This design comes from an exercise in tuning for small area, a short achievable clock period and few clock cycles on the open sky130 flow, not from production work. RTL that was checked went through simulation tests only; none was proved equivalent to the original. Power is estimated from default activity; no workload was simulated.

## mxenc
module mxenc (
    input  wire         clk,
    input  wire         rst,           
    input  wire         in_valid,
    output wire         in_ready,
    input  wire [31:0]  in_data,       
    input  wire [3:0]   in_fmt,        
    input  wire [3:0]   in_ctl,        
    output reg          out_valid,
    input  wire         out_ready,
    output reg  [7:0]   out_scale,
    output wire [255:0] out_data,
    output reg  [3:0]   out_flags,     
    output reg          out_err        
);
clock: 24.0 ns
lec_check: 0
cap_margin: 20
core_margin: 2
core_utilization: 70
cts_buf_list: sky130_fd_sc_hd__clkbuf_16 sky130_fd_sc_hd__clkbuf_8
cts_cluster_diameter: 50
cts_cluster_size: 16
place_density: 0.8
slew_margin: 20
synth_hierarchical: 0
standard.sh (not shown) runs the stock make flow with config.mk's settings and CLKGATE_MAP_FILE= SYNTH_SCRIPT=/design/flow/synth_recipe.tcl, a recipe that flattens the netlist after the stock synthesis.
==> flow/flow/run.sh <==
#!/bin/bash
# The standard layout, with the port buffers built from plain buffers
# (buf_2) instead of the cell buffer_ports picks by itself.
set -euo pipefail
export BUFFER_PORTS_ARGS="-buffer_cell sky130_fd_sc_hd__buf_2"
bash standard.sh > standard.log 2>&1
The baseline produced a clean layout.
Then changed:
--- a/flow/config.mk
+++ b/flow/config.mk
@@ -9,7 +9,7 @@
 export CORE_MARGIN = 2
 export CORE_UTILIZATION = 70
-export CTS_BUF_LIST = sky130_fd_sc_hd__clkbuf_16 sky130_fd_sc_hd__clkbuf_8
-export CTS_CLUSTER_DIAMETER = 50
-export CTS_CLUSTER_SIZE = 16
+export CTS_BUF_LIST = sky130_fd_sc_hd__clkbuf_8
+export CTS_CLUSTER_DIAMETER = 40
+export CTS_CLUSTER_SIZE = 12
 export PLACE_DENSITY = 0.8
 export SLEW_MARGIN = 20
Outcome: The new run completed without violations. Setup slack gets worse by 0.13 ns. Core utilization fell by 0.94 points. Hold slack barely changes. Flip-flop and latch count stays the same. Clock skew climbs by 0.0096 ns. Maximum frequency fell by 2.1%.
Function was not checked in any run of this note: the RTL went through the layout flow alone.

* * *

zinc:
mxenc, a different RTL version from the one above (not shown whole).
Size in the first run: ~2100 cells after synthesis, ~870 flip-flops, ~320 I/O pins, roughly 29000 um2 of cells after synthesis.
Settings: LEC_CHECK=0, CAP_MARGIN=20, CORE_MARGIN=2, CORE_UTILIZATION=55, CTS_BUF_LIST=sky130_fd_sc_hd__clkbuf_8, CTS_CLUSTER_DIAMETER=55, CTS_CLUSTER_SIZE=18, GPL_TIMING_DRIVEN=0, PLACE_DENSITY=0.65, SLEW_MARGIN=20, SYNTH_HIERARCHICAL=0; clock period 24.0 ns.
Scripts as last shown in full above: flow/flow/run.sh
zinc ended with every stage complete and zero timing, DRC or antenna violations.
Testbench counts of zinc, summed over its fixed seeds: cycles 12,576.
diff inputs: zinc => indigo
Settings: a deleted GPL_TIMING_DRIVEN that had been 0; a change of PLACE_DENSITY from 0.65 to 0.75; a change of CORE_UTILIZATION from 55 to 65.
==> notes.md <==
In indigo, H-tree depth reported by CTS is lower than in zinc.
Of the two candidates, zinc has the worse static leakage and indigo the better one.
Length of routed met2 wiring: zinc vs indigo, no meaningful difference
#### Input delta (yarrow over indigo)
Settings: PLACE_DENSITY now 0.65, was 0.75; CORE_UTILIZATION now 55, was 65.
==> notes.md <==
Per the final summary, yarrow finished and its layout is clean on timing, DRC and antenna. The final layout from indigo, which completed every stage, passed the timing, DRC and antenna checks at the end of the flow. yarrow ends up with a number of clock buffers in the layout that is 9.8% higher than in indigo. Compared with indigo, yarrow shows a clock skew that is 0.0058 ns lower. The final reports for yarrow and indigo show post-placement worst setup slack lower in the former. For number of global-route vias before repair, yarrow and indigo come out practically identical. Summary of yarrow over indigo: floorplan die height saw an increase; data arrival at the endpoint of the critical path saw a decrease. On data-path buffer share of cell area in the final layout, indigo and yarrow are basically level. Of the two values seen for library cell contributing the largest single delay on the critical path, sky130_fd_sc_hd__edfxtp_1 was produced by indigo and sky130_fd_sc_hd__dfxtp_1 by yarrow.

* * *

exp/delta:
Starting RTL as in the previous note.
export LEC_CHECK = 0
export CAP_MARGIN = 20
export CORE_MARGIN = 2
export CORE_UTILIZATION = 55
export CTS_BUF_LIST = sky130_fd_sc_hd__clkbuf_8
export CTS_CLUSTER_DIAMETER = 55
export CTS_CLUSTER_SIZE = 18
export PLACE_DENSITY = 0.65
export SLEW_MARGIN = 20
export SYNTH_HIERARCHICAL = 0
create_clock -name core_clock -period 24.0 [get_ports {clk}]
==> flow/flow/run.sh <==
#!/bin/bash
# The standard layout, with the port buffers built from plain buffers
# (buf_1) instead of the cell buffer_ports picks by itself.
set -euo pipefail
export BUFFER_PORTS_ARGS="-buffer_cell sky130_fd_sc_hd__buf_1"
bash standard.sh > standard.log 2>&1
Testbench counts of exp/delta, summed over its fixed seeds: cycles 12,576.
What exp/sierra does differently from exp/delta at the input level:
==> flow/flow/run.sh <==
#!/bin/bash
# The standard layout, with the port buffers built from plain buffers
# (buf_2) instead of the cell buffer_ports picks by itself.
set -euo pipefail
export BUFFER_PORTS_ARGS="-buffer_cell sky130_fd_sc_hd__buf_2"
bash standard.sh > standard.log 2>&1
--- a/flow/config.mk
+++ b/flow/config.mk
@@ -10,6 +10,6 @@
 export CORE_UTILIZATION = 55
 export CTS_BUF_LIST = sky130_fd_sc_hd__clkbuf_8
-export CTS_CLUSTER_DIAMETER = 55
-export CTS_CLUSTER_SIZE = 18
+export CTS_CLUSTER_DIAMETER = 50
+export CTS_CLUSTER_SIZE = 16
 export PLACE_DENSITY = 0.65
 export SLEW_MARGIN = 20
### Flow results
exp/sierra: pin count of the biggest net entering global routing is about 0.55% lower than what exp/delta reported.
Total wire length after detailed routing (lower): exp/delta
Across both runs, H-tree depth was higher for exp/sierra than for exp/delta.
exp/delta → exp/sierra: final worst setup slack went up, fraction of power spent switching nets increased by 0.55 points relative to the old numbers, met1 routing resource usage after global routing went up 0.29 points, clock group share of total power grew by 1.1 points.
| number of cells on the critical path | lower: exp/sierra |
Summary — biggest fanout along the worst timing path, exp/sierra relative to exp/delta: lower, by 28.
The inputs of exp/cedar differ from those of exp/sierra as listed below.
--- a/flow/config.mk
+++ b/flow/config.mk
@@ -8,9 +8,9 @@
 export CAP_MARGIN = 20
 export CORE_MARGIN = 2
-export CORE_UTILIZATION = 55
+export CORE_UTILIZATION = 65
 export CTS_BUF_LIST = sky130_fd_sc_hd__clkbuf_8
 export CTS_CLUSTER_DIAMETER = 50
 export CTS_CLUSTER_SIZE = 16
-export PLACE_DENSITY = 0.65
+export PLACE_DENSITY = 0.75
 export SLEW_MARGIN = 20
 export SYNTH_HIERARCHICAL = 0
## What came out
- [compare] base=exp/sierra new=exp/cedar: number of clock-tree buffers in the layout dropped 2, met1 layer usage reported by global route saw an increase, area growth from synthesis to layout went down by 0.59 points, post-route non-filler standard cell count now smaller, fraction of standard cell area in multi-input logic closely matched the old numbers.
- Going from exp/sierra to exp/cedar, the setup slack was found to have gone down by 0.013 ns.
- Vias: exp/cedar above exp/sierra
- Critical path's largest stage delay sits higher in exp/cedar than in exp/sierra.
- Looking at inserted tap cell count across exp/sierra and exp/cedar, the one that comes out lower is exp/cedar.
- Starting density of the core on exp/cedar is up relative to exp/sierra.
- exp/sierra -> exp/cedar: maximum frequency flat

port drivers added, routing unchanged:
In the flow no input, the clock included, has a driving cell. The finished layouts below were timed again as built, in two steps. Step 1: set_driving_cell puts a clkbuf_16 on clk and a buf_2 on each other input, an assumption about the parent block. Step 2, shift: input delay + t, output delay - t, t = (earliest + latest rising clock arrival at the registers) / 2. This alone moves slack from input paths to output paths. a / b / c = ideal ports / drivers / drivers and shift; a / b = the first two.
| run | t, ns | slack for setup (ns) | hold slack, ns | latest minus earliest clock arrival (ns) |
|---|---|---|---|---|
| the first run of note 1 | 0.679 | 17.844 / 17.783 / 17.429 | 0.313 / 0.313 / 0.313 | 0.025 / 0.025 |
| the second run of note 1 | 0.758 | 17.713 / 17.657 / 17.449 | 0.313 / 0.313 / 0.313 | 0.049 / 0.049 |
| zinc | 0.729 | 17.799 / 17.740 / 17.376 | 0.310 / 0.310 / 0.310 | 0.083 / 0.082 |
| indigo | 0.728 | 17.795 / 17.743 / 17.466 | 0.314 / 0.314 / 0.314 | 0.051 / 0.051 |
| yarrow | 0.705 | 17.822 / 17.771 / 17.366 | 0.310 / 0.310 / 0.310 | 0.040 / 0.040 |
| exp/delta | 0.763 | 17.622 / 17.646 / 16.891 | 0.301 / 0.301 / 0.301 | 0.054 / 0.054 |
| exp/sierra | 0.720 | 17.795 / 17.740 / 17.396 | 0.312 / 0.312 / 0.312 | 0.041 / 0.040 |
| exp/cedar | 0.712 | 17.782 / 17.723 / 17.467 | 0.314 / 0.314 / 0.314 | 0.038 / 0.038 |
After both steps every run listed still meets setup and hold. The setup slack of exp/delta, which loses most, moves by +0.024 ns with the drivers and by -0.731 ns with both steps.
